Background: an optimization exercise with open tools, aiming at small area, a short achievable clock period and few clock cycles. Do not read the settings as production practice.
At most, simulation tests tie the RTL to the original design; equivalence was not proved.
For runs 4 and 5, only the layout was checked, not whether the RTL still works.
Power is estimated from default activity; no workload was simulated.

[flow/design.v]
module qsc_decoder (
    input  wire        clk,
    input  wire        rst,
    input  wire        cmd_valid,
    output wire        cmd_ready,
    input  wire [5:0]  cmd_width_m1,
    input  wire [5:0]  cmd_lines_m1,
    input  wire        cmd_hist_reset,
    input  wire [14:0] cmd_nbytes,
    input  wire [7:0]  cmd_fill,
    input  wire        in_valid,
    output wire        in_ready,
    input  wire [7:0]  in_data,
    output wire        out_valid,
    input  wire        out_ready,
    output wire [7:0]  out_pix,
    output wire        done,
    output wire [2:0]  status
);
    localparam [2:0] ST_OK       = 3'd0;
    localparam [2:0] ST_SHORT    = 3'd1;
    localparam [2:0] ST_TRAILING = 3'd2;
    localparam [2:0] ST_SYNTAX   = 3'd7;
    localparam [2:0] S_IDLE = 3'd0;    
    localparam [2:0] S_DEC  = 3'd1;    
    localparam [2:0] S_ERR  = 3'd2;    
    localparam [2:0] S_TAIL = 3'd3;    
    localparam [2:0] S_FIN  = 3'd4;    
    integer i;
    reg [2:0]  state;
    reg        cmd_ready_r;
    reg        in_ready_r;
    reg        done_r;
    reg [2:0]  stat;
    reg [5:0]  w_m1;
    reg [5:0]  l_m1;
    reg [7:0]  fill_val;
    reg [14:0] bytes_left;         
    reg [5:0]  j;
    reg [5:0]  ln;
    reg        zero_line;          
    reg [7:0]  a_r, b_r, c_r;
    reg [7:0]  lb [0:63];
    reg [13:0] acc [0:15];         
    reg [5:0]  cnt_n [0:15];       
    reg [2:0]  kr [0:15];          
    reg [3:0]  lctx;               
    reg [13:0] l_a;
    reg [5:0]  l_n;
    reg        l_v;
    reg [4:0]  ri;
    reg        in_run;             
    reg        after_run;          
    reg        run_is_rem;         
    reg [5:0]  run_left;           
    reg [39:0] bb;                 
    reg [5:0]  nbits;              
    reg [7:0]  ibyte;
    reg        ibyte_v;
    reg        ov;
    reg [7:0]  opix;
    reg        sv;
    reg [7:0]  spix;
    function [1:0] qz;
        input [7:0] d;
        begin
            if (d == 8'd0)       qz = 2'd0;
            else if (d <= 8'd3)  qz = 2'd1;
            else if (d <= 8'd15) qz = 2'd2;
            else                 qz = 2'd3;
        end
    endfunction
    function [7:0] absdiff;
        input [7:0] x;
        input [7:0] y;
        begin
            absdiff = (x > y) ? (x - y) : (y - x);
        end
    endfunction
    function [7:0] med;
        input [7:0] a;
        input [7:0] b;
        input [7:0] c;
        reg [7:0] mx, mn;
        begin
            mx = (a > b) ? a : b;
            mn = (a > b) ? b : a;
            if (c >= mx)      med = mn;
            else if (c <= mn) med = mx;
            else              med = a + b - c;
        end
    endfunction
    function [3:0] jtab;
        input [4:0] r;
        begin
            case (r)
                5'd0,  5'd1,  5'd2,  5'd3:  jtab = 4'd0;
                5'd4,  5'd5,  5'd6,  5'd7:  jtab = 4'd1;
                5'd8,  5'd9,  5'd10, 5'd11: jtab = 4'd2;
                5'd12, 5'd13, 5'd14, 5'd15: jtab = 4'd3;
                5'd16, 5'd17:               jtab = 4'd4;
                5'd18, 5'd19:               jtab = 4'd5;
                5'd20, 5'd21:               jtab = 4'd6;
                5'd22, 5'd23:               jtab = 4'd7;
                5'd24:                      jtab = 4'd8;
                5'd25:                      jtab = 4'd9;
                5'd26:                      jtab = 4'd10;
                5'd27:                      jtab = 4'd11;
                5'd28:                      jtab = 4'd12;
                5'd29:                      jtab = 4'd13;
                5'd30:                      jtab = 4'd14;
                default:                    jtab = 4'd15;
            endcase
        end
    endfunction
    function [2:0] kfor;
        input [13:0] av;
        input [5:0]  nv;
        integer kk;
        begin
            kfor = 3'd7;
            for (kk = 6; kk >= 0; kk = kk - 1)
                if (({8'd0, nv} << kk) >= av) kfor = kk[2:0];
        end
    endfunction
    wire       flat = (a_r == b_r) && (b_r == c_r);
    wire [3:0] ctx  = {qz(absdiff(b_r, c_r)), qz(absdiff(a_r, c_r))};
    wire       hit  = l_v && (lctx == ctx);
    wire [2:0] k_l  = kfor(l_a, l_n);
    wire [2:0] k    = hit ? k_l : kr[ctx];
    wire [13:0] a_cur = hit ? l_a : acc[ctx];
    wire [5:0]  n_cur = hit ? l_n : cnt_n[ctx];
    wire [7:0] pred = med(a_r, b_r, c_r);
    reg [4:0]  q;
    reg [39:0] v;
    always @(*) begin
        v = bb;
        q = 5'd0;
        if (v[39:24] == 16'd0) begin q[4] = 1'b1; v = {v[23:0], 16'd0}; end
        if (v[39:32] == 8'd0)  begin q[3] = 1'b1; v = {v[31:0], 8'd0};  end
        if (v[39:36] == 4'd0)  begin q[2] = 1'b1; v = {v[35:0], 4'd0};  end
        if (v[39:38] == 2'd0)  begin q[1] = 1'b1; v = {v[37:0], 2'd0};  end
        if (v[39] == 1'b0)     begin q[0] = 1'b1; v = {v[38:0], 1'd0};  end
    end
    wire        z24  = (bb[39:16] == 24'd0);   
    wire        esc  = (q == 5'd23);
    wire [7:0]  t    = v[38:31];               
    wire [12:0] m13  = {q, t} >> (4'd8 - {1'b0, k});
    wire [7:0]  m    = esc ? t : m13[7:0];
    wire        movf = !esc && (m13[12:8] != 5'd0);
    wire [5:0]  len_r = {1'b0, q} + 6'd1 + (esc ? 6'd8 : {3'd0, k});
    wire [5:0]  need_r = z24 ? 6'd24 : len_r;
    wire [5:0]  need_ub = z24 ? 6'd24 : esc ? 6'd32 : ({1'b0, q} + 6'd8);
    wire [7:0]  pix  = pred + ({1'b0, m[7:1]} ^ {8{m[0]}});
    wire        more   = ibyte_v || (bytes_left != 15'd0);
    wire        r_ok   = (nbits >= need_ub) || !more;
    wire        r_short  = (nbits < need_r);
    wire        r_syntax = z24 || movf;
    wire [14:0] a_sum = {1'b0, a_cur} + {7'd0, m};
    wire        halve = (n_cur == 6'd63);
    wire [13:0] a_new = halve ? a_sum[14:1] : a_sum[13:0];
    wire [5:0]  n_new = halve ? 6'd32 : n_cur + 6'd1;
    wire [3:0]  jr     = jtab(ri);
    wire        rbit   = bb[39];
    wire [14:0] rem    = bb[38:24] >> (4'd15 - jr);
    wire [5:0]  need_run = rbit ? 6'd1 : 6'd1 + {2'd0, jr};
    wire        u_ok   = (nbits >= need_run) || !more;
    wire        u_short = (nbits < need_run);
    wire [6:0]  left   = {1'b0, w_m1} - {1'b0, j} + 7'd1;    
    wire        full   = (jr <= 4'd6) && ((7'd1 << jr) <= left);
    wire [6:0]  chunk_cnt = full ? (7'd1 << jr) : left;
    wire        u_syntax = !rbit && ({8'd0, rem} >= {8'd0, left});
    wire in_fill = (run_left != 6'd0);
    wire at_top  = !in_fill && (in_run || (flat && !after_run));
    wire regular = !in_fill && !at_top;
    wire go    = (state == S_DEC) && !sv &&
                 (in_fill || (at_top ? u_ok : r_ok));
    wire fail  = at_top ? (u_short || u_syntax) : regular ? (r_short || r_syntax) : 1'b0;
    wire [2:0] fail_stat = (at_top ? u_short : r_short) ? ST_SHORT : ST_SYNTAX;
    wire no_pix = at_top && !rbit && (rem == 15'd0) && !fail;
    wire emit  = go && !no_pix;
    wire [7:0] value = regular ? pix : a_r;
    wire [7:0] ovalue = fail ? fill_val : value;
    wire [5:0] len = in_fill ? 6'd0 : at_top ? need_run : len_r;
    wire last_j    = (j == w_m1);
    wire last_line = (ln == l_m1);
    wire [7:0] tap    = lb[7'd64 - {1'b0, w_m1}];
    wire [7:0] b_next = (zero_line && !last_j) ? 8'd0 :
                        (w_m1 == 6'd0) ? value : tap;
    wire fill_go = (state == S_ERR) && !sv;
    wire        merge  = ibyte_v && (nbits <= 6'd32);
    wire [39:0] bbm    = merge ? (bb | ({ibyte, 32'd0} >> nbits)) : bb;
    wire [5:0]  nbm    = merge ? nbits + 6'd8 : nbits;
    wire [5:0]  ulen   = go ? len : 6'd0;
    wire        in_hs  = in_valid && in_ready_r;
    wire        pix_out = emit || fill_go;
    wire [7:0]  pix_val = fill_go ? fill_val : ovalue;
    assign cmd_ready = cmd_ready_r;
    assign in_ready  = in_ready_r;
    assign out_valid = ov;
    assign out_pix   = opix;
    assign done      = done_r;
    assign status    = stat;
    reg [2:0]  state_n;
    reg [14:0] bl_n;
    reg        ib_n;
    reg [5:0]  nb_n;
    always @(*) begin
        bl_n = bytes_left - (in_hs ? 15'd1 : 15'd0);
        ib_n = in_hs ? 1'b1 : (merge ? 1'b0 : ibyte_v);
        nb_n = nbm - ulen;
    end
    always @(posedge clk) begin
        if (l_v) begin
            acc[lctx]   <= l_a;
            cnt_n[lctx] <= l_n;
            kr[lctx]    <= k_l;
        end
        if (rst) begin
            state       <= S_IDLE;
            cmd_ready_r <= 1'b1;
            in_ready_r  <= 1'b0;
            done_r      <= 1'b0;
            stat        <= ST_OK;
            ov          <= 1'b0;
            sv          <= 1'b0;
            ibyte_v     <= 1'b0;
            bytes_left  <= 15'd0;
        end else begin
            done_r <= 1'b0;
            if (sv) begin
                if (out_ready) begin
                    opix <= spix;
                    sv   <= 1'b0;
                end
            end else if (pix_out) begin
                if (!ov || out_ready) begin
                    ov   <= 1'b1;
                    opix <= pix_val;
                end else begin
                    sv   <= 1'b1;
                    spix <= pix_val;
                end
            end else if (out_ready) begin
                ov <= 1'b0;
            end
            if (in_hs) begin
                ibyte <= in_data;
            end
            bytes_left <= bl_n;
            case (state)
                S_IDLE: begin
                    in_ready_r <= 1'b0;
                    if (cmd_valid && cmd_ready_r) begin
                        cmd_ready_r <= 1'b0;
                        w_m1       <= cmd_width_m1;
                        l_m1       <= cmd_lines_m1;
                        fill_val   <= cmd_fill;
                        bytes_left <= cmd_nbytes;
                        in_ready_r <= (cmd_nbytes != 15'd0);
                        ibyte_v    <= 1'b0;
                        bb         <= 40'd0;
                        nbits      <= 6'd0;
                        stat       <= ST_OK;
                        j          <= 6'd0;
                        ln         <= 6'd0;
                        in_run     <= 1'b0;
                        after_run  <= 1'b0;
                        run_left   <= 6'd0;
                        zero_line  <= cmd_hist_reset;
                        if (cmd_hist_reset) begin
                            a_r <= 8'd0;
                            b_r <= 8'd0;
                            c_r <= 8'd0;
                            for (i = 0; i < 16; i = i + 1) begin
                                acc[i]   <= 14'd4;
                                cnt_n[i] <= 6'd1;
                                kr[i]    <= 3'd2;
                            end
                            l_v <= 1'b0;
                            ri  <= 5'd0;
                        end
                        state <= S_DEC;
                    end
                end
                S_DEC: begin
                    ibyte_v    <= ib_n;
                    bb         <= bbm << ulen;
                    nbits      <= nb_n;
                    in_ready_r <= (bl_n != 15'd0) && (!ib_n || nb_n <= 6'd32);
                    if (go) begin
                        if (in_fill) begin
                            run_left <= run_left - 6'd1;
                            if (run_left == 6'd1 && run_is_rem) after_run <= 1'b1;
                        end else if (at_top) begin
                            if (rbit) begin
                                in_run     <= 1'b1;
                                run_is_rem <= 1'b0;
                                run_left   <= chunk_cnt[5:0] - 6'd1;
                                if (full && ri != 5'd31) ri <= ri + 5'd1;
                            end else begin
                                in_run     <= 1'b0;
                                run_is_rem <= 1'b1;
                                if (ri != 5'd0) ri <= ri - 5'd1;
                                if (rem <= 15'd1) after_run <= 1'b1;
                                if (rem != 15'd0) run_left <= rem[5:0] - 6'd1;
                            end
                        end else begin
                            after_run <= 1'b0;
                            lctx <= ctx;
                            l_a  <= a_new;
                            l_n  <= n_new;
                            l_v  <= 1'b1;
                        end
                        if (emit) begin
                            for (i = 0; i < 63; i = i + 1) lb[i] <= lb[i + 1];
                            lb[63] <= value;
                            b_r    <= b_next;
                            if (last_j) begin
                                a_r       <= b_next;
                                c_r       <= b_next;
                                j         <= 6'd0;
                                ln        <= ln + 6'd1;
                                zero_line <= 1'b0;
                                in_run    <= 1'b0;
                                after_run <= 1'b0;
                                run_left  <= 6'd0;
                            end else begin
                                a_r <= value;
                                c_r <= b_r;
                                j   <= j + 6'd1;
                            end
                        end
                        if (fail) begin
                            stat <= fail_stat;
                            if (last_j && last_line) state <= S_FIN;
                            else                     state <= S_ERR;
                            in_ready_r <= (bl_n != 15'd0);
                        end else if (emit && last_j && last_line) begin
                            state <= S_TAIL;
                        end
                    end
                end
                S_ERR: begin
                    in_ready_r <= (bl_n != 15'd0);
                    if (fill_go) begin
                        if (last_j) begin
                            j  <= 6'd0;
                            ln <= ln + 6'd1;
                            if (last_line) state <= S_FIN;
                        end else begin
                            j <= j + 6'd1;
                        end
                    end
                end
                S_TAIL: begin
                    in_ready_r <= (bl_n != 15'd0);
                    if (bytes_left != 15'd0 || ibyte_v || nbits >= 6'd8 || bb != 40'd0)
                        stat <= ST_TRAILING;
                    state <= S_FIN;
                end
                S_FIN: begin
                    in_ready_r <= (bl_n != 15'd0);
                    if (bl_n == 15'd0 && !sv && !pix_out && (!ov || out_ready)) begin
                        done_r      <= 1'b1;
                        cmd_ready_r <= 1'b1;
                        state       <= S_IDLE;
                    end
                end
                default: state <= S_IDLE;
            endcase
        end
    end
endmodule
[flow/run.sh]
#!/bin/bash
# synth_recipe.tcl (not shown) runs the flow's synth.tcl, then flattens the netlist and writes it again
# the make line also repeats each setting of config.mk as NAME=value (left out here)
make -C /OpenROAD-flow-scripts/flow DESIGN_CONFIG=/design/flow/config.mk WORK_HOME=/design/flow/orfs CLKGATE_MAP_FILE= SYNTH_SCRIPT=/design/flow/synth_recipe.tcl finish
[flow/config.mk]
export PLATFORM = sky130hd
export DESIGN_NAME = qsc_decoder
export DESIGN_NICKNAME = qsc_decoder
export VERILOG_FILES = /design/flow/design.v
export SDC_FILE = /design/flow/constraint.sdc
export NUM_CORES = 4
export LEC_CHECK = 0
export ABC_CLOCK_PERIOD_IN_PS = 5000
export CAP_MARGIN = 20
export CORE_MARGIN = 2
export CORE_UTILIZATION = 60
export SETUP_SLACK_MARGIN = 5
export SLEW_MARGIN = 20
[flow/constraint.sdc]
create_clock -name core_clock -period 12.0 [get_ports {clk}]
set_input_delay 2.4000 -clock core_clock [delete_from_list [all_inputs] [get_ports {clk}]]
set_output_delay 2.4000 -clock core_clock [all_outputs]
set_load 0.01 [all_outputs]
==> flow_metrics.py, run 1 <==
metrics = {
    "cts": {
        "clock_path_buffers": 3,
        "worstSkewPairLatency_ns": 0.76,
        "cts_buffers": 111,
        "hold_buffers": 0,
        "clkSlewWorstSetupHoldPaths_ns": 0.06,
        "clock-sinks": 1069,
        "cts_tree": "done",
        "cts_max_level": 3,
        "root_buffer": "clkbuf_16",
    },
    "global_route": {
        "grt_antenna_before_repair": 11,
        "grt_pass1_vias": 45300,
        "grt_overflow": 0,
        "grt_max_degree": 222,
        "globalRouteTotalUtil_pct": 41.8,
        "grt_pass1_wl_um": 293000,
    },
    "timing": {
        "slew_headroom_pct": 9.33,
        "fin_crit_sh_pct": 66.5,
        "max_freq_mhz": 125,
        "whs_ns": 0.399,
        "period_minus_slack_ns": 7.98,
        "worst_pin_slew_ns": 1.35,
        "rsz0062_at_grt": "true",
        "skew_ns": 0.0740,
        "setup_viol": 0,
        "hold_viol": 0,
        "drv_slew": 0,
    },
    "floorplanning": {
        "core_area_um2": 90300,
        "pin_count": 64,
        "die_h_um": 306,
        "fp.dieW_um": 306,
        "start_util_pct": 60.7,
        "dieArea_um2": 93700,
        "row_count": 110,
    },
    "worst_setup_path": {
        "worstSetupPathType": "register to register",
        "cp_common_cell": "a211oi_4",
        "path_delay_family": "compound AO/OA/AOI/OAI gates",
        "worst_path_largest_cell_delay_ns": 0.55,
        "cp.required_ns": 12.44,
        "cp-end-kind": "register",
        "worstPathArrival_ns": 8.42,
        "cpMaxStageDelayCell": "xnor2_1",
        "crit_fanout": 8,
        "critical_path_buf_inv_count": 6,
        "crit_path_start_kind": "register",
    },
    "pwr": {
        "ir_worst_vdd_uv": 150,
        "combPwrFrac_pct": 37.3,
        "p_per_area_nw_per_um2": 192,
        "p_int_uw": 8440,
        "switching_share_pct": 35.0,
        "p_sw_uw": 4540,
        "p_leak_uw": 0.0252,
        "p_seq_share_pct": 35.7,
        "clkPwrFrac_pct": 27.0,
    },
    "placement": {
        "gp_congestion": 0.976,
        "dp_hpwl_um": 124000,
        "place_area_um2": 56800,
        "port_buffers": 63,
    },
    "synthesis": {
        "ys_ff_latch": 1069,
        "seq_area_frac_synth_pct": 51.3,
        "synth_fp_nets": 5912,
        "synth-edff-count": 670,
        "ys_types": 111,
        "synth_cells": 5654,
        "synth_area_um2": 54800,
        "synth.avg_cell_area_um2": 9.69,
        "async_flop_share_pct": 0,
        "yosysWarnings": 2,
        "ys.flop_type": "edfxtp_1",
    },
    "route": {
        "drtIter0Drc": 8006,
        "wl_per_cell_um": 28.7,
        "drcViolationCount": 0,
        "drtPass1Iterations": 10,
        "totalWireLength_um": 208000,
        "ant_nets": 0,
        "viasPerCell": 6.78,
        "vias": 49300,
    },
    "layout": {
        "finalInstanceArea_um2": 67700,
        "nNetsFinal": 6243,
        "mostFrequentLayoutCells": "1176 x nand2_1, 670 x edfxtp_1, 531 x a21oi_1",
        "syn2layout_area_growth_pct": 23.6,
        "drive_gt1_share_pct": 17.4,
        "nFillCells": 6169,
        "layout_commonest_cell": "nand2_1",
    },
    "run": {
        "timing.max_cap.violations": 0,
    },
    "status": {
        "outcome": "no timing/DRC/antenna violations",
    },
    "hold_path": {
        "min-delay-path-class": "register to register",
    },
}
-- worst paths after layout --
path	slack, ns	to	cells past startpoint	from
worst min-delay path	0.40	lb[47][1]$_DFFE_PP_	0	lb[48][1]$_DFFE_PP_
worst max-delay path	4.02	opix[4]$_DFFE_PP_	37	b_r[0]$_SDFFCE_PN0P_
worst min register to register	0.40	lb[47][1]$_DFFE_PP_	0	lb[48][1]$_DFFE_PP_
worst max register to register	4.02	opix[4]$_DFFE_PP_	37	b_r[0]$_SDFFCE_PN0P_
-- metrics by stage --
step | TNS, ns | total power (uW) | setup slack (ns) | utilization, % | instances
after global routing | 0 | 13400 | 3.81 | 75.0 | 7255
final | 0 | 13000 | 4.02 | 75.0 | 7261
after global placement | 0 | 8050 | 2.33 | 62.9 | 6679
after detailed placement | 0 | 8100 | 1.96 | 62.9 | 6679
after CTS | 0 | 12500 | 4.32 | 72.3 | 7131
after floorplan | -924.96 | 7130 | -1.84 | - | 5654
-- power by group through the flow --
stage / Combinational, uW / Sequential (uW) / Clock, uW
after global placement: 3360 / 4690 / 0
after global routing: 5140 / 4670 / 3630
after CTS: 4370 / 4620 / 3480
final: 4840 / 4640 / 3500
after detailed placement: 3400 / 4700 / 0
after floorplan: 2510 / 4620 / 0
-- worst reg2reg max path: cells and delay by family (launching register included) --
kind | cells | cell delay, ns
fa+ha+maj | 5 | 1.34
simple gates | 10 | 1.40
flops | 1 | 0.38
compound gates | 11 | 2.47
xor+xnor | 2 | 0.70
mux | 3 | 0.75
buf+inv | 6 | 0.61
-- synth_stat cells (all sizes together), types with 17 or more instances --
library cell  count  area (um2)
a211oi           81         641
a21o             45         338
a21oi           560        2810
a221oi           27         236
a222oi           26         260
a22o             21         184
a22oi           168        1260
a311oi           63         552
a31oi            34         213
and2             27         169
and3             21         136
buf              76         373
clkbuf          282        1060
dfxtp           399        7990
edfxtp          670       20100
fa               17         340
ha              192        2400
inv             137         514
mux2             65         754
mux2i           147        1470
nand2          1194        4480
nand2b           36         225
nand3           112         561
nand4            58         369
nor2            417        1580
nor2b            43         269
nor3             72         370
nor4             28         196
o211ai           96         721
o21a             31         233
o21ai           142         737
o22ai            29         181
o311ai           17         166
or2              24         153
xnor2            52         455
xor2             41         359
-- registers in the layout (all words and copies together) (netlist names), 14 cells and up --
| name | cells |
|---|---|
| acc | 224 |
| bb | 40 |
| bytes_left | 15 |
| cnt_n | 96 |
| kr | 48 |
| l_a | 14 |
| lb | 504 |
-- logic make-up after synthesis --
logic type                 after synthesis  synth area share (%)
and+or+nand+nor                       2091                  16.4
AOI/OAI and AO/OA                     1473                  17.9
DFF                                   1069                  51.3
buffers and inverters                  500                  3.59
muxes                                  218                  4.31
adders and majority gates              210                  5.03
xor gates and xnor gates                93                  1.49
-- final cells by class --
cell class / instances / area [um2] / share of cell area [%]
timing repair buffer: 569 / 7640 / 11.3
multi-input combinational: 4090 / 26300 / 38.8
clock buffer: 145 / 3060 / 4.52
sequential: 1069 / 28100 / 41.5
clock inverter: 62 / 578 / 0.854
timing repair inverter: 2 / 12.5 / 0.0185
tap: 1176 / 1470 / 2.17
inverter: 142 / 553 / 0.817
antenna: 6 / 15.0 / 0.0222
-- metal layers --
| layer | track usage, % | part of all wire [%] | up-vias |
|---|---|---|---|
| li1 | - | - | 21300 |
| met1 | 54.8 | 36 | 23300 |
| met2 | 61.2 | 42 | 3706 |
| met3 | 12.9 | 15 | 976 |
| met4 | 24.5 | 7.3 | 14 |
| met5 | 0.413 | 0.054 | - |
-- repair_timing --
item / CTS / global route
gates cloned: 81 / 28
pin swaps: 82 / 50
setup endpoints to repair: 732 / 682
resized for setup: 292 / 229
setup buffers: 164 / 93
hold endpoints to repair: 0 / 0
Testbench counts, summed over its fixed seeds: cycles 148,898.
==> run 2, diff against run 1 <==
==> flow/config.mk (replaced) <==
export PLATFORM = sky130hd
export DESIGN_NAME = qsc_decoder
export DESIGN_NICKNAME = qsc_decoder
export VERILOG_FILES = /design/flow/design.v
export SDC_FILE = /design/flow/constraint.sdc
export NUM_CORES = 4
export LEC_CHECK = 0
export CAP_MARGIN = 20
export CORE_MARGIN = 2
export CORE_UTILIZATION = 40
export SLEW_MARGIN = 20
==> run 2 against run 1 <==
  * Still clean
  * Power down 8.0%
  * Sequential power about the same
  * Critical path depth is 5 lower
  * First-iteration DRC count is 25% lower
  * Non-clock buffer count shrank 367
  * Cell count increased by 3.3%
  * Register-to-register slack got worse by 1.9 ns
  * Critical endpoint is now c_r[6]$_SDFFCE_PN0P_
  * Largest power group is now sequential cells
==> flow_metrics.py, run 2 <==
metrics = {
    "timing": {
        "setup_viol": 0,
        "slew_headroom_pct": 16.3,
        "skew_ns": 0.120,
        "setup_ws_ns": 2.09,
        "worst_pin_slew_ns": 1.25,
        "fin_crit_sh_pct": 82.6,
        "max_freq_mhz": 101,
        "period_minus_slack_ns": 9.91,
        "hold_viol": 0,
        "rsz0062_at_grt": "false",
        "drv_slew": 0,
    },
    "floorplanning": {
        "row_count": 135,
        "dieArea_um2": 140000,
        "pin_count": 64,
        "die_h_um": 374,
        "core_area_um2": 136000,
        "start_util_pct": 40.4,
        "fp.dieW_um": 374,
    },
    "worst_setup_path": {
        "cp-end-kind": "register",
        "path_delay_family": "compound AO/OA/AOI/OAI gates",
        "worstReg2RegStart": "a_r[5]$_SDFFCE_PN0P_",
        "cpMaxStageDelayCell": "o31ai_2",
        "worstSetupPathType": "register to register",
        "cp.required_ns": 12.59,
        "crit_path_start_kind": "register",
        "worst_path_largest_cell_delay_ns": 0.84,
        "critical_path_buf_inv_count": 3,
        "crit_fanout": 25,
        "worstPathArrival_ns": 10.50,
        "crit_start": "a_r[5]$_SDFFCE_PN0P_",
    },
    "hold_path": {
        "min_from": "lb[56][1]$_DFFE_PP_",
        "min-delay-path-class": "register to register",
    },
    "route": {
        "totalWireLength_um": 185000,
        "wl_per_cell_um": 24.7,
        "drtPass1Iterations": 8,
        "drcViolationCount": 0,
        "vias": 45300,
        "viasPerCell": 6.04,
        "drtIter0Drc": 5991,
        "ant_nets": 0,
    },
    "global_route": {
        "grt_pass1_vias": 42200,
        "grt_overflow": 0,
        "grt_max_degree": 237,
        "grt_antenna_before_repair": 6,
        "globalRouteTotalUtil_pct": 25.6,
        "grt_pass1_wl_um": 274000,
    },
    "synthesis": {
        "synth_area_um2": 54800,
        "synth_cells": 5654,
        "synth.avg_cell_area_um2": 9.69,
        "ys_ff_latch": 1069,
        "yosysWarnings": 2,
        "yosys.area.top_type": "edfxtp_1",
        "synth.top_cells.by_count": "1194 x nand2_1, 670 x edfxtp_1, 559 x a21oi_1",
        "ys_types": 111,
        "seq_area_frac_synth_pct": 51.3,
        "synth_top_area_share_pct": 36.7,
        "synth-edff-count": 670,
        "synth_fp_nets": 5912,
        "async_flop_share_pct": 0,
        "synth.most_common_cell": "nand2_1",
        "ys.flop_type": "edfxtp_1",
        "synth_area_leaders": "edfxtp_1 37%, dfxtp_1 15%, nand2_1 8.2%, a21oi_1 5.1%, ha_1 4.4%",
    },
    "layout": {
        "regMostFlops": "lb",
        "syn2layout_area_growth_pct": 12.8,
        "reg.largest.list": "lb: 504 flops, acc: 224 flops, cnt_n: 96 flops",
        "layout_commonest_cell": "nand2_1",
        "nFillCells": 12700,
        "fin_cells": 7500,
        "nNetsFinal": 5874,
        "largest_register_ff_count": 504,
        "drive_gt1_share_pct": 9.29,
        "mostFrequentLayoutCells": "1188 x nand2_1, 670 x edfxtp_1, 555 x a21oi_1",
    },
    "pwr": {
        "power.total_uw": 11900,
        "p_per_area_nw_per_um2": 193,
        "p_leak_uw": 0.0225,
        "ir_worst_vdd_uv": 133,
    },
    "cts": {
        "post_cts_buffers": 0,
        "clock-sinks": 1069,
        "worstSkewPairLatency_ns": 0.81,
        "cts_resized": 0,
        "clkSlewWorstSetupHoldPaths_ns": 0.07,
        "cts_max_level": 3,
        "root_buffer": "clkbuf_16",
        "clock_path_buffers": 3,
        "hold_buffers": 0,
        "cts_buffers": 116,
        "cts_tree": "done",
    },
    "status": {
        "outcome": "no timing/DRC/antenna violations",
    },
    "placement": {
        "gp_congestion": 0.944,
        "place_ws_ns": 2.18,
        "place_inst": 7276,
        "dp_hpwl_um": 123000,
        "port_buffers": 63,
    },
    "run": {
        "timing.max_cap.violations": 0,
    },
}
[run 2: path summary, 6_finish.rpt]
kind | endpoint | slack (ns) | cells after the start
hold / removal | lb[55][1]$_DFFE_PP_ | 0.39 | 0
setup reg to reg | c_r[6]$_SDFFCE_PN0P_ | 2.09 | 32
setup / recovery | c_r[6]$_SDFFCE_PN0P_ | 2.09 | 32
hold reg to reg | lb[55][1]$_DFFE_PP_ | 0.39 | 0
[run 2: through the flow]
step | cell area [um2] | hold slack (ns) | utilization, % | TNS [ns]
global route | 61800 | 0.408 | 45.5 | 0
floorplan | 54800 | 0.425 | - | -924.96
CTS | 61700 | 0.389 | 45.5 | 0
global placement | 57500 | 0.428 | 42.4 | 0
finish | 61800 | 0.392 | 45.5 | 0
detailed placement | 57600 | 0.432 | 42.4 | 0
[run 2: power breakdown]
group / internal, uW / switching (uW)
Sequential: 4360 / 269
Clock: 2230 / 1600
Combinational: 1300 / 2190
Total: 7890 / 4050
[run 2: worst register-to-register path, delay by kind of cell, from the launching register on]
kind	cells	cell delay (ns)
and+or+nand+nor	6	1.18
adders and majority gates	4	1.77
xor gates and xnor gates	2	0.30
muxes	2	0.52
buffers and inverters	3	0.79
AOI/OAI and AO/OA	15	4.73
DFF	1	0.46
[run 2: layout make-up]
type	count	area [um2]	share of cell area [%]
multi-input cells	4085	25000	40.4
clock buffers	156	3280	5.30
diodes	2	5.00	0.00810
well taps	1781	2230	3.61
flip-flops and latches	1069	28100	45.5
repair buffers	202	1800	2.91
clock inverters	63	840	1.36
inverters	142	533	0.863
[run 2: metal layers]
layer	wire length (um)	global-route usage (%)
met1	77300	35.0
met2	82600	39.7
met3	17100	4.63
met4	8360	11.2
met5	35	0
[run 2: cell families after synthesis]
group                      Yosys count  synth area share, %
muxes                              218                 4.31
buffers and inverters              500                 3.59
xor gates and xnor gates            93                 1.49
AOI/OAI and AO/OA                 1473                 17.9
adders and majority gates          210                 5.03
and+or+nand+nor                   2091                 16.4
DFF                               1069                 51.3
==> run 3, diff against run 2 <==
--- a/flow/config.mk
+++ b/flow/config.mk
@@ -5,7 +5,9 @@
 export SDC_FILE = /design/flow/constraint.sdc
 export NUM_CORES = 4
 export LEC_CHECK = 0
+export ABC_CLOCK_PERIOD_IN_PS = 6000
 export CAP_MARGIN = 20
 export CORE_MARGIN = 2
 export CORE_UTILIZATION = 40
+export SETUP_SLACK_MARGIN = 4
 export SLEW_MARGIN = 20
==> run 3 against run 2 <==
  * Still clean
  * Wire length up 3.3%
  * Utilization rose by 1.6 points
  * First-iteration DRC count increased by 2.9%
  * Clock power about the same
  * Sequential share of layout area shrank 1.5 points
  * Non-clock buffer count rose by 117
  * Synthesized area stayed put
  * Maximum frequency grew 24%
  * Critical path type unchanged
  * Critical endpoint is now opix[2]$_DFFE_PP_
==> flow_metrics.py, run 3 <==
metrics = {
    "synthesis": {
        "synth_area_leaders": "edfxtp_1 37%, dfxtp_1 15%, nand2_1 8.2%, a21oi_1 5.1%, ha_1 4.4%",
        "yosysWarnings": 2,
        "ys_types": 111,
        "synth.top_cells.by_count": "1194 x nand2_1, 670 x edfxtp_1, 559 x a21oi_1",
        "synth.most_common_cell": "nand2_1",
        "synth_cells": 5654,
        "async_flop_share_pct": 0,
        "synth-edff-count": 670,
        "yosys.area.top_type": "edfxtp_1",
        "synth_fp_nets": 5912,
        "synth.avg_cell_area_um2": 9.69,
        "synth_top_area_share_pct": 36.7,
        "ys_ff_latch": 1069,
        "seq_area_frac_synth_pct": 51.3,
        "ys.flop_type": "edfxtp_1",
        "synth_area_um2": 54800,
    },
    "worst_setup_path": {
        "cpMaxStageDelayCell": "or4_4",
        "path_delay_family": "compound AO/OA/AOI/OAI gates",
        "critical_path_buf_inv_count": 8,
        "worst_path_largest_cell_delay_ns": 0.55,
        "cp-end-kind": "register",
        "crit_path_start_kind": "register",
        "crit_start": "b_r[0]$_SDFFCE_PN0P_",
        "crit_fanout": 6,
        "worstPathArrival_ns": 8.54,
        "worstSetupPathType": "register to register",
        "cp_common_cell": "buf_6",
        "cp.required_ns": 12.55,
        "worstReg2RegStart": "b_r[0]$_SDFFCE_PN0P_",
    },
    "layout": {
        "fin_util_pct": 47.1,
        "layout_commonest_cell": "nand2_1",
        "mostFrequentLayoutCells": "1182 x nand2_1, 670 x edfxtp_1, 542 x a21oi_1",
        "finalInstanceArea_um2": 63900,
        "fin_cells": 7621,
        "syn2layout_area_growth_pct": 16.6,
        "largest_register_ff_count": 504,
        "nNetsFinal": 5996,
        "drive_gt1_share_pct": 12.9,
        "regMostFlops": "lb",
        "reg.largest.list": "lb: 504 flops, acc: 224 flops, cnt_n: 96 flops",
    },
    "global_route": {
        "use_met2_pct": 40.2,
        "grt_antenna_before_repair": 5,
        "grt_max_degree": 237,
        "grt_pass1_vias": 42800,
        "globalRouteTotalUtil_pct": 26.0,
        "met1_usage_pct": 35.3,
        "grt.busiest_layer": "met2",
        "grt_pass1_wl_um": 278000,
        "grt_use_met3_pct": 4.87,
        "grt_overflow": 0,
    },
    "timing": {
        "skew_ns": 0.115,
        "setup_viol": 0,
        "worst_pin_slew_ns": 1.19,
        "rsz0062_at_grt": "true",
        "slew_headroom_pct": 20.8,
        "period_minus_slack_ns": 7.99,
        "max_freq_mhz": 125,
        "fin_crit_sh_pct": 66.6,
        "setup_ws_ns": 4.01,
        "hold_viol": 0,
        "drv_slew": 0,
        "whs_ns": 0.394,
    },
    "floorplanning": {
        "start_util_pct": 40.4,
        "row_count": 135,
        "core_area_um2": 136000,
        "fp.dieW_um": 374,
        "dieArea_um2": 140000,
        "pin_count": 64,
        "die_h_um": 374,
    },
    "route": {
        "drcViolationCount": 0,
        "viasPerCell": 6.06,
        "ant_nets": 0,
        "wl_per_cell_um": 25.1,
        "vias": 46200,
        "drtPass1Iterations": 7,
        "drtIter0Drc": 6162,
        "totalWireLength_um": 191000,
    },
    "pwr": {
        "p_leak_uw": 0.0233,
        "ir_worst_vdd_uv": 153,
        "p_per_area_nw_per_um2": 196,
    },
    "cts": {
        "clkSlewWorstSetupHoldPaths_ns": 0.06,
        "cts_max_level": 3,
        "cts_tree": "done",
        "root_buffer": "clkbuf_16",
        "worstSkewPairLatency_ns": 0.80,
        "clock-sinks": 1069,
        "cts_buffers": 116,
        "hold_buffers": 0,
        "clock_path_buffers": 3,
    },
    "placement": {
        "dp_hpwl_um": 123000,
        "gp_congestion": 0.944,
        "place_area_um2": 57600,
        "place_inst": 7276,
        "port_buffers": 63,
        "place_ws_ns": 2.18,
    },
    "hold_path": {
        "min_from": "lb[61][3]$_DFFE_PP_",
        "min-delay-path-class": "register to register",
    },
    "run": {
        "timing.max_cap.violations": 0,
    },
    "status": {
        "outcome": "no timing/DRC/antenna violations",
    },
}
[run 3: changes by cell type in the layout (fill, tap and decap cells not counted), moves of 10 or more]
cell,before,now
ha_1,191,177
a21oi_2,4,16
a21oi_1,555,542
clkbuf_16,118,128
buf_6,0,16
buf_4,129,204
[run 3: repair_timing]
| action | CTS | global route |
|---|---|---|
| gates cloned | 6 | 14 |
| gates resized for setup | 74 | 137 |
| pin swaps | 18 | 69 |
| setup buffers | 44 | 58 |
| endpoints found under the setup margin | 686 | 648 |
[run 3: layout make-up]
cell class | instances | area [um2]
tap | 1781 | 2230
timing repair buffer | 319 | 3120
antenna | 1 | 2.50
timing repair inverter | 1 | 5.00
sequential | 1069 | 28100
inverter | 142 | 549
fill | 12500 | 71800
multi-input combinational | 4089 | 25800
clock inverter | 63 | 840
clock buffer | 156 | 3280
[run 3: final timing paths]
| kind | to | slack (ns) | cells after the start |
|---|---|---|---|
| max reg2reg | opix[2]$_DFFE_PP_ | 4.01 | 39 |
| min | lb[60][3]$_DFFE_PP_ | 0.39 | 0 |
| min reg2reg | lb[60][3]$_DFFE_PP_ | 0.39 | 0 |
| max | opix[2]$_DFFE_PP_ | 4.01 | 39 |
[run 3: cell families after synthesis]
group | after synthesis | share of synthesized area (%)
compound gates | 1473 | 17.9
xor+xnor | 93 | 1.49
fa+ha+maj | 210 | 5.03
buf+inv | 500 | 3.59
flops | 1069 | 51.3
mux | 218 | 4.31
simple gates | 2091 | 16.4
[run 3: per-layer routing]
layer	vias to the layer above	part of all wire [%]
met4	6	4.7
li1	20800	-
met1	22500	41
met3	501	9.4
met2	2384	44
met5	-	0.013
[run 3: report_power, final]
part / internal, uW / total (uW) / switching (uW)
clock network: 2230 / 3840 / 1600
registers: 4360 / 4630 / 269
logic: 1650 / 4050 / 2400
[run 3: per-stage QoR]
stage	TNS [ns]	power [uW]
after floorplan	-924.96	7130
after global routing	0	13100
final	0	12500
after global placement	0	8100
after detailed placement	0	8130
after CTS	0	12100
==> run 4, diff against run 3 <==
--- a/flow/design.v
+++ b/flow/design.v
@@ -40,10 +40,17 @@
     reg [5:0]  ln;
     reg        zero_line;          
     reg [7:0]  a_r, b_r, c_r;
-    reg [7:0]  lb [0:63];
+    reg [7:0]  r0;
+    reg [7:0]  s32 [0:31];
+    reg [7:0]  s16 [0:15];
+    reg [7:0]  s8  [0:7];
+    reg [7:0]  s4  [0:3];
+    reg [7:0]  s2  [0:1];
+    reg [7:0]  s1;
     reg [13:0] acc [0:15];         
     reg [5:0]  cnt_n [0:15];       
     reg [2:0]  kr [0:15];          
+    reg [15:0] cv;                 
     reg [3:0]  lctx;               
     reg [13:0] l_a;
     reg [5:0]  l_n;
@@ -59,8 +66,6 @@
     reg        ibyte_v;
     reg        ov;
     reg [7:0]  opix;
-    reg        sv;
-    reg [7:0]  spix;
     function [1:0] qz;
         input [7:0] d;
         begin
@@ -81,13 +86,16 @@
         input [7:0] a;
         input [7:0] b;
         input [7:0] c;
-        reg [7:0] mx, mn;
+        reg ab, ca, cb, ac, bc;
         begin
-            mx = (a > b) ? a : b;
-            mn = (a > b) ? b : a;
-            if (c >= mx)      med = mn;
-            else if (c <= mn) med = mx;
-            else              med = a + b - c;
+            ab = (a > b);
+            ca = (c >= a);
+            cb = (c >= b);
+            ac = (a >= c);
+            bc = (b >= c);
+            if (ca && cb)      med = ab ? b : a;       
+            else if (ac && bc) med = ab ? a : b;       
+            else               med = a + b - c;
         end
     endfunction
     function [3:0] jtab;
@@ -123,13 +131,21 @@
                 if (({8'd0, nv} << kk) >= av) kfor = kk[2:0];
         end
     endfunction
+    function [7:0] addm;
+        input [7:0] p;
+        input [7:0] mv;
+        begin
+            addm = p + ({1'b0, mv[7:1]} ^ {8{mv[0]}});
+        end
+    endfunction
     wire       flat = (a_r == b_r) && (b_r == c_r);
     wire [3:0] ctx  = {qz(absdiff(b_r, c_r)), qz(absdiff(a_r, c_r))};
     wire       hit  = l_v && (lctx == ctx);
+    wire       cvx  = cv[ctx];
     wire [2:0] k_l  = kfor(l_a, l_n);
-    wire [2:0] k    = hit ? k_l : kr[ctx];
-    wire [13:0] a_cur = hit ? l_a : acc[ctx];
-    wire [5:0]  n_cur = hit ? l_n : cnt_n[ctx];
+    wire [2:0] k    = hit ? k_l : cvx ? kr[ctx] : 3'd2;
+    wire [13:0] a_cur = hit ? l_a : cvx ? acc[ctx] : 14'd4;
+    wire [5:0]  n_cur = hit ? l_n : cvx ? cnt_n[ctx] : 6'd1;
     wire [7:0] pred = med(a_r, b_r, c_r);
     reg [4:0]  q;
     reg [39:0] v;
@@ -145,13 +161,26 @@
     wire        z24  = (bb[39:16] == 24'd0);   
     wire        esc  = (q == 5'd23);
     wire [7:0]  t    = v[38:31];               
-    wire [12:0] m13  = {q, t} >> (4'd8 - {1'b0, k});
-    wire [7:0]  m    = esc ? t : m13[7:0];
-    wire        movf = !esc && (m13[12:8] != 5'd0);
+    reg [7:0]  m_k   [0:7];
+    reg [7:0]  pix_k [0:7];
+    reg [7:0]  ovf_k;
+    reg [15:0] qt;
+    integer kk;
+    always @(*) begin
+        qt = {3'd0, q, t};
+        for (kk = 0; kk < 8; kk = kk + 1) begin
+            m_k[kk]   = qt[(8 - kk) +: 8];
+            ovf_k[kk] = (qt >> (8 - kk)) > 16'd255;
+            pix_k[kk] = addm(pred, m_k[kk]);
+        end
+    end
+    wire [7:0]  pix_e = addm(pred, t);
+    wire [7:0]  m     = esc ? t : m_k[k];
+    wire        movf  = !esc && ovf_k[k];
+    wire [7:0]  pix   = esc ? pix_e : pix_k[k];
     wire [5:0]  len_r = {1'b0, q} + 6'd1 + (esc ? 6'd8 : {3'd0, k});
     wire [5:0]  need_r = z24 ? 6'd24 : len_r;
     wire [5:0]  need_ub = z24 ? 6'd24 : esc ? 6'd32 : ({1'b0, q} + 6'd8);
-    wire [7:0]  pix  = pred + ({1'b0, m[7:1]} ^ {8{m[0]}});
     wire        more   = ibyte_v || (bytes_left != 15'd0);
     wire        r_ok   = (nbits >= need_ub) || !more;
     wire        r_short  = (nbits < need_r);
@@ -170,52 +199,70 @@
     wire        full   = (jr <= 4'd6) && ((7'd1 << jr) <= left);
     wire [6:0]  chunk_cnt = full ? (7'd1 << jr) : left;
     wire        u_syntax = !rbit && ({8'd0, rem} >= {8'd0, left});
+    wire out_free = !ov || out_ready;
     wire in_fill = (run_left != 6'd0);
     wire at_top  = !in_fill && (in_run || (flat && !after_run));
     wire regular = !in_fill && !at_top;
-    wire go    = (state == S_DEC) && !sv &&
+    wire go    = (state == S_DEC) && out_free &&
                  (in_fill || (at_top ? u_ok : r_ok));
     wire fail  = at_top ? (u_short || u_syntax) : regular ? (r_short || r_syntax) : 1'b0;
     wire [2:0] fail_stat = (at_top ? u_short : r_short) ? ST_SHORT : ST_SYNTAX;
     wire no_pix = at_top && !rbit && (rem == 15'd0) && !fail;
     wire emit  = go && !no_pix;
     wire [7:0] value = regular ? pix : a_r;
-    wire [7:0] ovalue = fail ? fill_val : value;
     wire [5:0] len = in_fill ? 6'd0 : at_top ? need_run : len_r;
     wire last_j    = (j == w_m1);
     wire last_line = (ln == l_m1);
-    wire [7:0] tap    = lb[7'd64 - {1'b0, w_m1}];
-    wire [7:0] b_next = (zero_line && !last_j) ? 8'd0 :
-                        (w_m1 == 6'd0) ? value : tap;
-    wire fill_go = (state == S_ERR) && !sv;
+    wire [5:0] dsel = w_m1 - 6'd1;
+    wire [7:0] in32 = r0;
+    wire [7:0] in16 = dsel[5] ? s32[31] : in32;
+    wire [7:0] in8  = dsel[4] ? s16[15] : in16;
+    wire [7:0] in4  = dsel[3] ? s8[7]   : in8;
+    wire [7:0] in2  = dsel[2] ? s4[3]   : in4;
+    wire [7:0] in1  = dsel[1] ? s2[1]   : in2;
+    wire [7:0] tap  = dsel[0] ? s1      : in1;
+    wire       w1     = (w_m1 == 6'd0);
+    wire [7:0] up     = (zero_line && !last_j) ? 8'd0 : tap;    
+    wire [7:0] b_next = w1 ? value : up;
+    wire fill_go = (state == S_ERR) && out_free;
     wire        merge  = ibyte_v && (nbits <= 6'd32);
     wire [39:0] bbm    = merge ? (bb | ({ibyte, 32'd0} >> nbits)) : bb;
     wire [5:0]  nbm    = merge ? nbits + 6'd8 : nbits;
     wire [5:0]  ulen   = go ? len : 6'd0;
     wire        in_hs  = in_valid && in_ready_r;
     wire        pix_out = emit || fill_go;
-    wire [7:0]  pix_val = fill_go ? fill_val : ovalue;
+    wire [7:0]  pix_val = (fill_go || fail) ? fill_val : value;
     assign cmd_ready = cmd_ready_r;
     assign in_ready  = in_ready_r;
     assign out_valid = ov;
     assign out_pix   = opix;
     assign done      = done_r;
     assign status    = stat;
-    reg [2:0]  state_n;
-    reg [14:0] bl_n;
-    reg        ib_n;
-    reg [5:0]  nb_n;
-    always @(*) begin
-        bl_n = bytes_left - (in_hs ? 15'd1 : 15'd0);
-        ib_n = in_hs ? 1'b1 : (merge ? 1'b0 : ibyte_v);
-        nb_n = nbm - ulen;
-    end
+    wire [14:0] bl_n = bytes_left - (in_hs ? 15'd1 : 15'd0);
+    wire        ib_n = in_hs ? 1'b1 : (merge ? 1'b0 : ibyte_v);
+    wire [5:0]  nb_n = nbm - ulen;
     always @(posedge clk) begin
         if (l_v) begin
             acc[lctx]   <= l_a;
             cnt_n[lctx] <= l_n;
             kr[lctx]    <= k_l;
         end
+        if (emit) begin
+            r0 <= value;
+            s32[0] <= in32;
+            for (i = 1; i < 32; i = i + 1) s32[i] <= s32[i - 1];
+            s16[0] <= in16;
+            for (i = 1; i < 16; i = i + 1) s16[i] <= s16[i - 1];
+            s8[0] <= in8;
+            for (i = 1; i < 8; i = i + 1) s8[i] <= s8[i - 1];
+            s4[0] <= in4;
+            for (i = 1; i < 4; i = i + 1) s4[i] <= s4[i - 1];
+            s2[0] <= in2;
+            s2[1] <= s2[0];
+            s1 <= in1;
+        end
+        if (pix_out) opix <= pix_val;
+        if (in_hs)   ibyte <= in_data;
         if (rst) begin
             state       <= S_IDLE;
             cmd_ready_r <= 1'b1;
@@ -223,31 +270,14 @@
             done_r      <= 1'b0;
             stat        <= ST_OK;
             ov          <= 1'b0;
-            sv          <= 1'b0;
             ibyte_v     <= 1'b0;
             bytes_left  <= 15'd0;
         end else begin
             done_r <= 1'b0;
-            if (sv) begin
-                if (out_ready) begin
-                    opix <= spix;
-                    sv   <= 1'b0;
-                end
-            end else if (pix_out) begin
-                if (!ov || out_ready) begin
-                    ov   <= 1'b1;
-                    opix <= pix_val;
-                end else begin
-                    sv   <= 1'b1;
-                    spix <= pix_val;
-                end
-            end else if (out_ready) begin
-                ov <= 1'b0;
-            end
-            if (in_hs) begin
-                ibyte <= in_data;
-            end
+            if (pix_out)        ov <= 1'b1;
+            else if (out_ready) ov <= 1'b0;
             bytes_left <= bl_n;
+            if (l_v) cv[lctx] <= 1'b1;
             case (state)
                 S_IDLE: begin
                     in_ready_r <= 1'b0;
@@ -272,11 +302,7 @@
                             a_r <= 8'd0;
                             b_r <= 8'd0;
                             c_r <= 8'd0;
-                            for (i = 0; i < 16; i = i + 1) begin
-                                acc[i]   <= 14'd4;
-                                cnt_n[i] <= 6'd1;
-                                kr[i]    <= 3'd2;
-                            end
+                            cv  <= 16'd0;
                             l_v <= 1'b0;
                             ri  <= 5'd0;
                         end
@@ -313,12 +339,10 @@
                             l_v  <= 1'b1;
                         end
                         if (emit) begin
-                            for (i = 0; i < 63; i = i + 1) lb[i] <= lb[i + 1];
-                            lb[63] <= value;
-                            b_r    <= b_next;
+                            b_r <= w1 ? value : up;
+                            a_r <= (last_j && !w1) ? up : value;
+                            c_r <= !last_j ? b_r : w1 ? value : up;
                             if (last_j) begin
-                                a_r       <= b_next;
-                                c_r       <= b_next;
                                 j         <= 6'd0;
                                 ln        <= ln + 6'd1;
                                 zero_line <= 1'b0;
@@ -326,8 +350,6 @@
                                 after_run <= 1'b0;
                                 run_left  <= 6'd0;
                             end else begin
-                                a_r <= value;
-                                c_r <= b_r;
                                 j   <= j + 6'd1;
                             end
                         end
@@ -361,7 +383,7 @@
                 end
                 S_FIN: begin
                     in_ready_r <= (bl_n != 15'd0);
-                    if (bl_n == 15'd0 && !sv && !pix_out && (!ov || out_ready)) begin
+                    if (bl_n == 15'd0 && out_free) begin
                         done_r      <= 1'b1;
                         cmd_ready_r <= 1'b1;
                         state       <= S_IDLE;
==> run 4 against run 3 <==
  * Via count is 26% lower
  * Non-clock buffer count is 60 lower
  * Cell count is 20% lower
  * Synthesized area is 4.4% lower
  * Global-route usage is 6.8 points lower
  * Critical endpoint is now in_ready_r$_SDFFE_PP0P_
  * Largest power group is now combinational cells
  * Highest routed layer unchanged
==> flow_metrics.py, run 4 <==
metrics = {
    "layout": {
        "nNetsFinal": 4553,
        "fin_cells": 6132,
        "drive_gt1_share_pct": 14.8,
        "reg.largest.list": "s32: 256 flops, acc: 224 flops, s16: 128 flops",
        "syn2layout_area_growth_pct": 16.5,
        "layout_commonest_cell": "edfxtp_1",
        "regMostFlops": "s32",
        "largest_register_ff_count": 256,
        "mostFrequentLayoutCells": "1054 x edfxtp_1, 351 x nor2_1, 264 x nand2_1",
        "num_antenna_cells": 0,
    },
    "floorplanning": {
        "row_count": 132,
        "pin_count": 64,
        "start_util_pct": 40.4,
        "dieArea_um2": 134000,
        "core_area_um2": 130000,
        "die_h_um": 366,
        "fp.dieW_um": 366,
    },
    "timing": {
        "drv_slew": 0,
        "fin_crit_sh_pct": 65.1,
        "max_freq_mhz": 128,
        "slew_headroom_pct": 29.9,
        "whs_ns": 0.378,
        "hold_viol": 0,
        "setup_viol": 0,
        "rsz0062_at_grt": "true",
        "worst_pin_slew_ns": 1.04,
        "skew_ns": 0.0733,
        "period_minus_slack_ns": 7.81,
    },
    "synthesis": {
        "synth_fp_nets": 4382,
        "synth_top_area_share_pct": 60.4,
        "ys_types": 99,
        "synth.top_cells.by_count": "1054 x edfxtp_1, 368 x nor2_1, 269 x nand2_1",
        "async_flop_share_pct": 0,
        "synth_area_um2": 52400,
        "synth.most_common_cell": "edfxtp_1",
        "synth_area_leaders": "edfxtp_1 60%, ha_1 4.6%, mux2i_1 4.5%, nor2_1 2.6%, a21oi_1 2.5%",
        "seq_area_frac_synth_pct": 61.6,
        "synth.avg_cell_area_um2": 12.7,
        "synth_cells": 4123,
        "ys.flop_type": "edfxtp_1",
        "yosys.area.top_type": "edfxtp_1",
        "ys_ff_latch": 1084,
        "synth-edff-count": 1054,
        "yosysWarnings": 8,
    },
    "worst_setup_path": {
        "critPathCapture": "in_ready_r$_SDFFE_PP0P_",
        "critical_path_buf_inv_count": 5,
        "cpMaxStageDelayCell": "or4_4",
        "worstSetupPathType": "register to register",
        "worstReg2RegStart": "bb[34]$_SDFFCE_PN0P_",
        "regToRegSetupSlack_ns": 4.19,
        "path_delay_family": "compound AO/OA/AOI/OAI gates",
        "cp.required_ns": 12.57,
        "rr_worst_depth": 38,
        "crit_cells": 38,
        "worstPathArrival_ns": 8.38,
        "crit_fanout": 23,
        "cp_common_cell": "a21o_1",
        "crit_path_start_kind": "register",
        "worst_path_largest_cell_delay_ns": 0.57,
        "rr_endpoint": "in_ready_r$_SDFFE_PP0P_",
        "cp-end-kind": "register",
        "crit_start": "bb[34]$_SDFFCE_PN0P_",
    },
    "route": {
        "drcViolationCount": 0,
        "viasPerCell": 5.61,
        "ant_nets": 0,
        "vias": 34400,
        "totalWireLength_um": 134000,
        "drtIter0Drc": 3567,
        "drtPass1Iterations": 5,
        "wl_per_cell_um": 21.9,
    },
    "pwr": {
        "ir_worst_vdd_uv": 155,
        "p_leak_uw": 0.0219,
        "p_per_area_nw_per_um2": 268,
    },
    "global_route": {
        "grt_pass1_vias": 32600,
        "globalRouteTotalUtil_pct": 19.2,
        "grt_antenna_before_repair": 1,
        "grt_pass1_wl_um": 201000,
        "grt_overflow": 0,
        "grt_max_degree": 75,
    },
    "cts": {
        "root_buffer": "clkbuf_16",
        "worstSkewPairLatency_ns": 0.76,
        "clock_path_buffers": 3,
        "clock-sinks": 1084,
        "clkSlewWorstSetupHoldPaths_ns": 0.06,
        "cts_max_level": 3,
        "hold_buffers": 0,
        "cts_tree": "done",
        "cts_buffers": 112,
    },
    "status": {
        "outcome": "no timing/DRC/antenna violations",
    },
    "placement": {
        "place_inst": 5807,
        "gp_congestion": 0.903,
        "port_buffers": 63,
        "dp_hpwl_um": 85600,
    },
    "run": {
        "timing.max_cap.violations": 0,
    },
    "hold_path": {
        "min-delay-path-class": "register to register",
    },
}
[run 4: changes by cell type after synthesis, moves of 57 or more]
cell,change
a21oi_1,-299
edfxtp_1,+384
dfxtp_1,-369
clkbuf_1,-145
nand2_1,-925
a22oi_1,-147
a311oi_1,-57
mux2i_1,+90
[run 4: worst register-to-register path: cells and delay by family, from the launching register on]
kind / cells / cell delay, ns
compound gates: 15 / 2.99
simple gates: 13 / 2.73
fa+ha+maj: 3 / 0.61
buf+inv: 5 / 0.59
flops: 1 / 0.44
xor+xnor: 2 / 0.30
[run 4: repair_timing]
action | 4_1_cts | 5_1_grt
setup endpoints to repair | 678 | 630
pin swaps | 15 | 27
gates resized for setup | 89 | 105
gates cloned | 3 | 10
setup buffers | 38 | 64
[run 4: how the worst min path moves through the flow]
stage / start / slack, ns / cells past startpoint / end
6_report: s16[2][2]$_DFFE_PN_ / 0.38 / 0 / s16[3][2]$_DFFE_PN_
5_1_grt: s32[4][0]$_DFFE_PN_ / 0.40 / 0 / s32[5][0]$_DFFE_PN_
4_1_cts: s16[2][2]$_DFFE_PN_ / 0.38 / 0 / s16[3][2]$_DFFE_PN_
3_5_place_dp: s16[10][6]$_DFFE_PN_ / 0.40 / 0 / s16[11][6]$_DFFE_PN_
3_3_place_gp: s32[30][1]$_DFFE_PN_ / 0.40 / 0 / s32[31][1]$_DFFE_PN_
2_1_floorplan: s16[9][0]$_DFFE_PN_ / 0.40 / 0 / s16[10][0]$_DFFE_PN_
[run 4: cell type report]
cell class                 count  area, um2
fill                       11600      68800
tap                         1742       2180
sequential                  1084      32300
timing repair buffer         259       2640
clock inverter                77        843
inverter                     170        702
multi-input combinational   2665      19500
clock buffer                 133       2880
timing repair inverter         2       12.5
[run 4: logic make-up after synthesis]
logic type                 share of synthesized area [%]
AOI/OAI and AO/OA                                   12.2
muxes                                               7.14
buffers and inverters                               2.84
DFF                                                 61.6
xor gates and xnor gates                            2.02
and+or+nand+nor                                     8.94
adders and majority gates                           5.26
[run 4: stage by stage]
| step | TNS (ns) | power (uW) | instance area, um2 | setup WS [ns] | util (%) |
|---|---|---|---|---|---|
| floorplan | -1214.89 | 10600 | 52600 | -2.37 | - |
| CTS | 0 | 16000 | 59800 | 3.94 | 46.1 |
| global route | 0 | 17400 | 61000 | 3.89 | 47.0 |
| finish | 0 | 16400 | 61000 | 4.19 | 47.0 |
| global placement | 0 | 12200 | 55300 | 1.76 | 42.6 |
| detailed placement | 0 | 12200 | 55300 | 1.72 | 42.6 |
[run 4: per-layer routing]
metal / global-route usage, % / vias to the layer above / wire length [um]
met4: 7.22 / 2 / 4880
met1: 27.8 / 17000 / 61600
met3: 2.85 / 254 / 8080
li1: - / 16000 / -
met5: 0 / - / 9
met2: 29.1 / 1143 / 59500
[run 4: report_power, final]
group | internal (uW) | total, uW | switching [uW]
Clock | 1970 | 3480 | 1500
Sequential | 5420 | 5860 | 447
Combinational | 2740 | 7040 | 4300
Total | 10100 | 16400 | 6250
==> run 5, diff against run 4 <==
--- a/flow/config.mk
+++ b/flow/config.mk
@@ -5,9 +5,9 @@
 export SDC_FILE = /design/flow/constraint.sdc
 export NUM_CORES = 4
 export LEC_CHECK = 0
-export ABC_CLOCK_PERIOD_IN_PS = 6000
+export ABC_CLOCK_PERIOD_IN_PS = 5000
 export CAP_MARGIN = 20
 export CORE_MARGIN = 2
 export CORE_UTILIZATION = 40
-export SETUP_SLACK_MARGIN = 4
+export SETUP_SLACK_MARGIN = 5
 export SLEW_MARGIN = 20
==> run 5 against run 4 <==
  * Register-to-register slack better by 0.44 ns
  * Clock-buffer cell count up 3
  * Cell area is 9.9% higher
  * Sequential power is essentially flat
  * Sequential cell count is the same
  * Critical endpoint is now s16[6][6]$_DFFE_PN_
==> flow_metrics.py, run 5 <==
metrics = {
    "route": {
        "viasPerCell": 5.75,
        "drtIter0Drc": 3921,
        "drtPass1Iterations": 6,
        "vias": 37200,
        "ant_nets": 0,
        "drcViolationCount": 0,
        "totalWireLength_um": 152000,
        "wl_per_cell_um": 23.6,
    },
    "synthesis": {
        "yosys.area.top_type": "edfxtp_1",
        "synth_cells": 4123,
        "yosysWarnings": 8,
        "synth.most_common_cell": "edfxtp_1",
        "synth_fp_nets": 4382,
        "synth-edff-count": 1054,
        "seq_area_frac_synth_pct": 61.6,
        "ys_types": 99,
        "ys_ff_latch": 1084,
        "ys.flop_type": "edfxtp_1",
        "synth_area_leaders": "edfxtp_1 60%, ha_1 4.6%, mux2i_1 4.5%, nor2_1 2.6%, a21oi_1 2.5%",
        "synth.top_cells.by_count": "1054 x edfxtp_1, 368 x nor2_1, 269 x nand2_1",
        "synth_area_um2": 52400,
        "synth.avg_cell_area_um2": 12.7,
        "async_flop_share_pct": 0,
        "synth_top_area_share_pct": 60.4,
    },
    "global_route": {
        "grt_max_degree": 69,
        "grt_antenna_before_repair": 3,
        "grt_pass1_wl_um": 220000,
        "grt_overflow": 0,
        "grt_pass1_vias": 35100,
        "globalRouteTotalUtil_pct": 21.1,
    },
    "run": {
        "timing.max_cap.violations": 0,
    },
    "placement": {
        "dp_hpwl_um": 85000,
        "place_area_um2": 55300,
        "port_buffers": 63,
        "gp_congestion": 0.949,
    },
    "worst_setup_path": {
        "cp_common_cell": "buf_6",
        "crit_path_start_kind": "register",
        "cp.required_ns": 12.47,
        "rr_endpoint": "s16[6][6]$_DFFE_PN_",
        "worstSetupPathType": "register to register",
        "cp-end-kind": "register",
        "crit_fanout": 7,
        "rr_worst_depth": 39,
        "cpMaxStageDelayCell": "edfxtp_1",
        "worstPathArrival_ns": 7.85,
        "worst_path_largest_cell_delay_ns": 0.47,
        "worstReg2RegStart": "a_r[0]$_SDFFCE_PN0P_",
        "regToRegSetupSlack_ns": 4.63,
    },
    "timing": {
        "period_minus_slack_ns": 7.37,
        "worst_pin_slew_ns": 1.16,
        "setup_viol": 0,
        "drv_slew": 0,
        "rsz0062_at_grt": "true",
        "whs_ns": 0.384,
        "fin_crit_sh_pct": 61.4,
        "final.setup.tns_ns": 0,
        "hold_viol": 0,
        "slew_headroom_pct": 22.8,
        "max_freq_mhz": 136,
        "skew_ns": 0.0855,
    },
    "cts": {
        "clkSlewWorstSetupHoldPaths_ns": 0.06,
        "root_buffer": "clkbuf_16",
        "clock-sinks": 1084,
        "clock_path_buffers": 3,
        "worstSkewPairLatency_ns": 0.77,
        "cts_max_level": 3,
        "cts_buffers": 112,
        "cts_tree": "done",
    },
    "pwr": {
        "ir_worst_vdd_uv": 259,
        "p_per_area_nw_per_um2": 278,
        "p_leak_uw": 0.0246,
        "power.total_uw": 18700,
    },
    "floorplanning": {
        "dieArea_um2": 134000,
        "row_count": 132,
        "start_util_pct": 40.4,
        "core_area_um2": 130000,
        "fp.dieW_um": 366,
        "die_h_um": 366,
        "pin_count": 64,
    },
    "layout": {
        "syn2layout_area_growth_pct": 28.1,
        "drive_gt1_share_pct": 25.6,
        "mostFrequentLayoutCells": "1054 x edfxtp_1, 326 x nor2_1, 321 x buf_4",
        "regMostFlops": "s32",
        "layout_commonest_cell": "edfxtp_1",
        "largest_register_ff_count": 256,
        "num_antenna_cells": 0,
        "finalInstanceArea_um2": 67100,
        "reg.largest.list": "s32: 256 flops, acc: 224 flops, s16: 128 flops",
        "nNetsFinal": 4889,
        "fin_util_pct": 51.7,
    },
    "hold_path": {
        "min_from": "s4[2][7]$_DFFE_PN_",
        "holdPathEnd": "s4[3][7]$_DFFE_PN_",
        "min-delay-path-class": "register to register",
        "hold_depth": 0,
    },
    "status": {
        "outcome": "no timing/DRC/antenna violations",
    },
}
-- run 5: cell types whose count changed in the layout (fill, tap and decap cells not counted), sizes merged, moves of 2 or more --
cell and change:
and2 +2, buf +286, bufbuf +15, bufinv -2
clkbuf +33, clkinv +3, clkinvlp -2, inv -5
-- run 5: area by class of cell --
cell class | count | area [um2]
multi-input combinational | 2669 | 21200
timing repair inverter | 3 | 22.5
clock buffer | 136 | 2960
fill | 10800 | 62700
timing repair buffer | 590 | 7000
clock inverter | 70 | 757
tap | 1742 | 2180
inverter | 170 | 759
sequential | 1084 | 32300
-- run 5: how the worst max path moves through the flow --
stage,slack (ns),depth (start not counted),end,start
finish,4.63,39,s16[6][6]$_DFFE_PN_,a_r[0]$_SDFFCE_PN0P_
global placement,2.06,37,in_ready_r$_SDFFE_PP0P_,bb[36]$_SDFFCE_PN0P_
detailed placement,1.92,37,in_ready_r$_SDFFE_PP0P_,bb[36]$_SDFFCE_PN0P_
global route,4.42,37,b_r[7]$_SDFFCE_PN0P_,a_r[4]$_SDFFCE_PN0P_
floorplan,-2.37,35,r0[0]$_DFFE_PN_,bb[36]$_SDFFCE_PN0P_
CTS,4.72,35,ln[1]$_SDFFCE_PN0P_,a_r[0]$_SDFFCE_PN0P_
-- run 5: worst max-delay path, delay by kind of cell (launching register included) --
family / cells / cell delay, ns
compound gates: 14 / 2.56
fa+ha+maj: 5 / 1.38
buf+inv: 12 / 1.43
flops: 1 / 0.47
mux: 1 / 0.13
simple gates: 7 / 1.06
-- run 5: cell families (layout without fill, tap and decap cells) --
logic type | after synthesis | in the layout | share of synthesized area, %
mux | 352 | 354 | 7.14
xor+xnor | 121 | 121 | 2.02
simple gates | 1018 | 1020 | 8.94
compound gates | 963 | 964 | 12.2
buf+inv | 375 | 969 | 2.84
flops | 1084 | 1084 | 61.6
fa+ha+maj | 210 | 210 | 5.26
-- run 5: what timing repair did --
item | CTS | global route
pin swaps | 127 | 118
endpoints found under the hold margin | 0 | 0
hold buffers | 0 | 0
buffers inserted | 221 | 144
cloned | 40 | 53
endpoints found under the setup margin | 716 | 654
gates resized for setup | 413 | 289
-- run 5: stage by stage --
step / std cells / worst slack [ns]
floorplan: 4123 / -2.37
global placement: 5799 / 2.06
detailed placement: 5800 / 1.92
CTS: 6267 / 4.72
global route: 6464 / 4.42
finish: 6464 / 4.63
-- run 5: power by group --
| part | internal, uW | switching (uW) |
|---|---|---|
| logic | 4220 | 5070 |
| registers | 5420 | 478 |
| clock network | 1960 | 1540 |
| total | 11600 | 7080 |
-- run 5: routing by layer --
layer / vias to the layer above / track usage [%] / routed length, um
li1: 16700 / - / -
met1: 18400 / 29.8 / 65800
met2: 1633 / 32.5 / 68500
met3: 432 / 3.51 / 11500
met4: 0 / 8.56 / 6660
met5: - / 0 / 0

re-timing with driven ports:
Ports are ideal in the flow. The routed layouts listed here were re-timed in OpenROAD.
Step 1 sets driving cells, clkbuf_16 on the clock port and buf_2 on the other inputs (assumed; they add their load-dependent delay and slew).
Step 2, shift: input delay + t, output delay - t, t = (earliest + latest rising clock arrival at the registers) / 2. This alone moves slack from input paths to output paths.
Slacks: no drivers / after step 1 / after step 2; pairs: no drivers / after step 1.
run | shift t [ns] | setup slack, ns | worst setup path after step 2
run 1 | 0.793 | 4.024 / 4.024 / 4.024 | register to register
run 2 | 0.827 | 2.088 / 2.088 / 2.088 | register to register
run 3 | 0.816 | 4.006 / 4.006 / 4.006 | register to register
run 4 | 0.796 | 4.191 / 4.191 / 4.191 | register to register
run 5 | 0.799 | 4.627 / 4.627 / 4.627 | register to register
After both steps every run listed still meets setup and hold.
